This is an optimization exercise on Yosys and OpenROAD, whose aim is small area, a short achievable clock period and few clock cycles, not a production implementation. In this exercise RTL edits were held to simulation tests only and were not proved equivalent to the original.

==> 03-27 <==
## cph_unwrap
module cph_unwrap (
    input  wire         clk,
    input  wire         rst,             
    input  wire         blob_we,
    input  wire [4:0]   blob_idx,
    input  wire [31:0]  blob_wdata,
    input  wire         start,
    input  wire [6:0]   blob_len,        
    input  wire [255:0] kek,             
    input  wire [7:0]   kinds_allowed,   
    output wire         busy,
    output wire         done,            
    output reg  [3:0]   result,          
    output wire [479:0] rec              
);
==> flow/config.mk <==
export PLATFORM = sky130hd
export DESIGN_NAME = cph_unwrap
export DESIGN_NICKNAME = cph_unwrap
export VERILOG_FILES = /design/flow/design.v
export SDC_FILE = /design/flow/constraint.sdc
export NUM_CORES = 8
export LEC_CHECK = 0
export CAP_MARGIN = 20
export CORE_MARGIN = 2
export CORE_UTILIZATION = 25
export SLEW_MARGIN = 20
==> flow/constraint.sdc <==
create_clock -name core_clock -period 12.0 [get_ports {clk}]
set_input_delay 2.4000 -clock core_clock [delete_from_list [all_inputs] [get_ports {clk}]]
set_output_delay 2.4000 -clock core_clock [all_outputs]
set_load 0.01 [all_outputs]
standard.sh (not shown) runs the stock make flow with config.mk's settings and CLKGATE_MAP_FILE= SYNTH_SCRIPT=/design/flow/synth_recipe.tcl, a recipe that flattens the netlist after the stock synthesis.
==> flow/flow/run.sh <==
#!/bin/bash
# Layout flow: the standard ORFS flow (standard synthesis included), run with a
# larger setup margin for ORFS's repair_timing steps and plain buf_1 cells as the
# port buffers. Each ORFS step writes its own log under orfs/logs/; make's output
# goes to flow_make.log.
set -euo pipefail
bash standard.sh SETUP_SLACK_MARGIN=7 "BUFFER_PORTS_ARGS=-buffer_cell sky130_fd_sc_hd__buf_1" finish > flow_make.log 2>&1
==> inputs of 07-21, as changes to 03-27 <==
--- a/flow/design.v
+++ b/flow/design.v
@@ -277,16 +277,18 @@
             3'd6: rcon = 8'h20;
             3'd7: rcon = 8'h40;
             default: rcon = 8'h00;
         endcase
     end
-    wire [31:0] temp = r[0] ? sub : ({sub[23:0], sub[31:24]} ^ {rcon_t, 24'h000000});
+    wire [31:0] t_rot = {sub[23:0], sub[31:24]} ^ {rcon_t, 24'h000000};
+    wire        odd   = r[0];
+    wire [31:0] temp  = ({32{odd}} & sub) | ({32{~odd}} & t_rot);
     wire [31:0] a0 = a[127:96], a1 = a[95:64], a2 = a[63:32], a3 = a[31:0];
     wire [31:0] p1 = fwd ? (a0 ^ a1)           : (a0 ^ a1);
     wire [31:0] p2 = fwd ? (a0 ^ a1 ^ a2)      : (a1 ^ a2);
     wire [31:0] p3 = fwd ? (a0 ^ a1 ^ a2 ^ a3) : (a2 ^ a3);
-    wire [31:0] tf = fwd ? temp : 32'd0;
+    wire [31:0] tf = ({32{fwd & odd}} & sub) | ({32{fwd & ~odd}} & t_rot);
     assign y = {a0 ^ temp, p1 ^ tf, p2 ^ tf, p3 ^ tf};
 endmodule
 module cph_unwrap (
     input  wire         clk,
     input  wire         rst,             
@@ -305,18 +307,20 @@
     localparam [3:0] RES_OK = 4'd0, RES_INTEGRITY = 4'd4, RES_LENGTH = 4'd5, RES_KIND = 4'd6;
     reg s_idle, s_exp, s_load, s_round, s_check, s_done;
     reg exp_first;               
     reg [63:0]  q [0:7];         
     reg [127:0] st;              
+    reg [63:0]  areg;            
     reg [255:0] ks;              
     reg [255:0] kw;              
     reg [3:0]   kr;              
     reg [5:0]   tx;              
     reg [6:0]   len;
     reg [7:0]   kinds;
     reg [7:0]   act;             
     reg [2:0]   rsel1, rsel2;    
+    reg [7:0]   rd1h;            
     reg         len_bad;
     reg f_int, f_kind, f_lenm, f_rsv, f_allow;
     assign busy = ~s_idle;
     assign done = s_done;
     wire [3:0] nblk   = len[6:3] - 4'd1;    
@@ -336,37 +340,43 @@
         .s     (st),
         .rk    (kw[127:0]),
         .keyed (keyed),
         .mixed (mixed)
     );
-    wire [63:0]  q_rd = q[s_round ? rsel2 : rsel1];
+    reg  [63:0]  q_rd;               
+    integer r;
+    always @(*) begin
+        q_rd = 64'd0;
+        for (r = 0; r < 8; r = r + 1)
+            if (rd1h[r]) q_rd = q_rd | q[r];
+    end
     wire [7:0]   t_phi;
     wire [63:0]  k14_phi, a_y, a_in, r_in, r_out;
     map_phi u_tphi (.a({2'b00, tx}), .y(t_phi));
     wire [63:0]  q_phi;
-    assign k14_phi = ks[127:64];
+    assign k14_phi = ks[127:64];       
     genvar k;
     generate
         for (k = 0; k < 8; k = k + 1) begin : g_in
             map_alpha_phi_inv u_ain  (.a(a_y[63 - 8*k -: 8]), .y(a_in[63 - 8*k -: 8]));
             map_phi           u_qphi (.a(q_rd[63 - 8*k -: 8]), .y(q_phi[63 - 8*k -: 8]));
             map_alpha_phi_inv u_rin  (.a(q_phi[63 - 8*k -: 8] ^ ks[63 - 8*k -: 8]), .y(r_in[63 - 8*k -: 8]));
             map_phi_inv       u_rout (.a(keyed[63 - 8*k -: 8]), .y(r_out[63 - 8*k -: 8]));
         end
     endgenerate
     wire [63:0]  a_mask = more ? (k14_phi ^ {56'd0, t_phi}) : 64'd0;
-    assign       a_y    = (s_round ? keyed[127:64] : st[127:64]) ^ a_mask;
+    assign       a_y    = (s_round ? keyed[127:64] : areg) ^ a_mask;
     wire         use_mixed = s_round & ~last;
     wire [127:0] st_next = use_mixed ? mixed : {a_in, r_in};
     wire [31:0] mli, aiv_t;
     map_alpha u_aiv0 (.a(8'hA6), .y(aiv_t[31:24]));
     map_alpha u_aiv1 (.a(8'h59), .y(aiv_t[23:16]));
     map_alpha u_aiv2 (.a(8'h59), .y(aiv_t[15:8]));
     map_alpha u_aiv3 (.a(8'hA6), .y(aiv_t[7:0]));
     generate
         for (k = 0; k < 4; k = k + 1) begin : g_mli
-            map_alpha_inv u_mli (.a(st[95 - 8*k -: 8]), .y(mli[31 - 8*k -: 8]));
+            map_alpha_inv u_mli (.a(areg[31 - 8*k -: 8]), .y(mli[31 - 8*k -: 8]));
         end
     endgenerate
     wire [6:0]  nbytes = {nblk, 3'b000};
     reg pad_ok;                  
     integer b;
@@ -374,11 +384,11 @@
         pad_ok = 1'b1;
         for (b = 1; b < 8; b = b + 1)
             if (mli[2:0] != 3'd0 && b >= mli[2:0] && q_rd[63 - 8*b -: 8] != 8'h00)
                 pad_ok = 1'b0;
     end
-    wire integrity_ok = (st[127:96] == aiv_t) && (mli[31:7] == 25'd0) &&
+    wire integrity_ok = (areg[63:32] == aiv_t) && (mli[31:7] == 25'd0) &&
                         (mli[6:0] > nbytes - 7'd8) && (mli[6:0] <= nbytes) && pad_ok;
     wire [7:0]  rec_kind  = q[0][63:56];
     wire [7:0]  rec_flags = q[0][55:48];
     wire [15:0] rec_rsvd  = q[0][47:32];
     reg [6:0] rec_len;           
@@ -447,10 +457,16 @@
             act     <= {nblk > 4'd7, nblk > 4'd6, nblk > 4'd5, nblk > 4'd4,
                         nblk > 4'd3, nblk > 4'd2, nblk > 4'd1, nblk > 4'd0};
         end else if (s_load || (s_round && last)) begin
             tx <= tx - 6'd1;
         end
+        if (exp_first)
+            rd1h <= 8'd1 << (nblk[2:0] - 3'd1);
+        else if (s_load)
+            rd1h <= 8'd1 << rsel2;
+        else if (s_round && last && !more)
+            rd1h <= 8'd1 << rsel1;
         if (s_check) begin
             f_int   <= integrity_ok;
             f_kind  <= (rec_len != 7'd0);
             f_lenm  <= (mli == {25'd0, rec_len});
             f_rsv   <= (rec_flags[7:3] == 5'd0) && (rec_rsvd == 16'd0);
@@ -461,17 +477,14 @@
     generate
         for (k = 0; k < 32; k = k + 1) begin : g_kek
             map_phi u_kphi (.a(kek[255 - 8*k -: 8]), .y(kek_phi[255 - 8*k -: 8]));
         end
     endgenerate
+    wire         k_step = ~s_idle & ~(s_load | (s_round & last));
+    wire [255:0] kw_alt = s_idle ? kek_phi : {ks[127:0], ks[255:128]};
     always @(posedge clk) begin
-        if (s_idle)
-            kw <= kek_phi;
-        else if (s_load || (s_round && last))
-            kw <= {ks[127:0], ks[255:128]};
-        else
-            kw <= {kw[127:0], kstep};
+        kw <= k_step ? {kw[127:0], kstep} : kw_alt;
         if (s_exp)
             ks <= {kw[127:0], kstep};
     end
     wire        wr_v  = blob_we;
     wire [4:0]  wr_idx = blob_idx;
@@ -484,16 +497,16 @@
             map_phi u_wphi (.a(wbus[31 - 8*k -: 8]), .y(wbus_phi[31 - 8*k -: 8]));
         end
     endgenerate
     wire        shift = s_round & last;
     always @(posedge clk) begin
-        st[63:0] <= st_next[63:0];
-        if ((s_load || s_round) && !rst)
-            st[127:64] <= st_next[127:64];
+        st <= st_next;
+        if (shift && !more && !rst)
+            areg <= a_in;
         else begin
-            if (clr || (wr_ok && wr_v && wr_idx == 5'd0)) st[127:96] <= wbus_phi;
-            if (clr || (wr_ok && wr_v && wr_idx == 5'd1)) st[95:64]  <= wbus_phi;
+            if (clr || (wr_ok && wr_v && wr_idx == 5'd0)) areg[63:32] <= wbus_phi;
+            if (clr || (wr_ok && wr_v && wr_idx == 5'd1)) areg[31:0]  <= wbus_phi;
         end
     end
     generate
         for (k = 0; k < 8; k = k + 1) begin : g_q
             wire [63:0] prev = (k == 0) ? r_out : q[(k + 7) % 8];
==> flow/flow/run.sh (replaced) <==
#!/bin/bash
# Layout flow: the standard ORFS flow (standard synthesis included), run with a
# larger setup margin for ORFS's repair_timing steps and plain buf_1 cells as the
# port buffers. Each ORFS step writes its own log under orfs/logs/; make's output
# goes to flow_make.log.
set -euo pipefail
bash standard.sh SETUP_SLACK_MARGIN=6.75 "BUFFER_PORTS_ARGS=-buffer_cell sky130_fd_sc_hd__buf_1" finish > flow_make.log 2>&1
==> out/results.txt <==
Met3 wire length - 70900 µm
FF-to-FF Start - s_round$_SDFF_PP0_
GR Util met2 - 37.7%
Status - complete, no violations
Mapped cell area - 96000 µm²
Wl on met1 - 198000 µm
Most common cell on crit path - xnor2_1
Crit path launch - s_round$_SDFF_PP0_
Syn Inst Count - 10224
Placement-stage cell area - 104000 µm²
Die area - 389000 µm²
Min-Delay Endpoint - ks[154]$_DFFE_PP_
Critical path's slowest cell - o21ai_0
the above is filed under 03-27

==> out/results.txt <==
Mapped cell area - 95700 µm²
Placement-stage cell area - 104000 µm²
Critical path's slowest cell - xnor2_1
Wl on met1 - 188000 µm
Syn Inst Count - 9859
Die area - 388000 µm²
Status - complete, no violations
Min-Delay Endpoint - ks[135]$_DFFE_PP_
FF-to-FF Start - kw[6]$_DFF_P_
the above is filed under 07-21

Testbench counts of 03-27, summed over its fixed seeds: cycles 84,144.
Testbench counts of 07-21, summed over its fixed seeds: cycles 84,144.

-- re-timing with driven ports --
In the flow no input, the clock included, has a driving cell. The finished layouts below were timed again as built, in two steps.
Step 1, drivers: a clkbuf_16 drives clk and a buf_2 each remaining input, both assumed.
Step 2, shift: input delay + t, output delay - t, t = (earliest + latest rising clock arrival at the registers) / 2. This alone moves slack from input paths to output paths.
Three values: ideal ports, drivers, drivers and shift; two values: the first two.
run	shift t [ns]	setup WS [ns]	worst setup path after step 2	worst data-port slew with drivers (ns)	pins driven straight from the clock port
03-27	0.927	6.876 / 6.876 / 6.249	input to register	0.26	1
07-21	0.938	6.821 / 6.821 / 5.924	input to register	0.23	1
After both steps every run listed still meets setup and hold. The setup slack of 07-21, which loses most, moves by 0.000 ns with the drivers and by -0.897 ns with both steps.
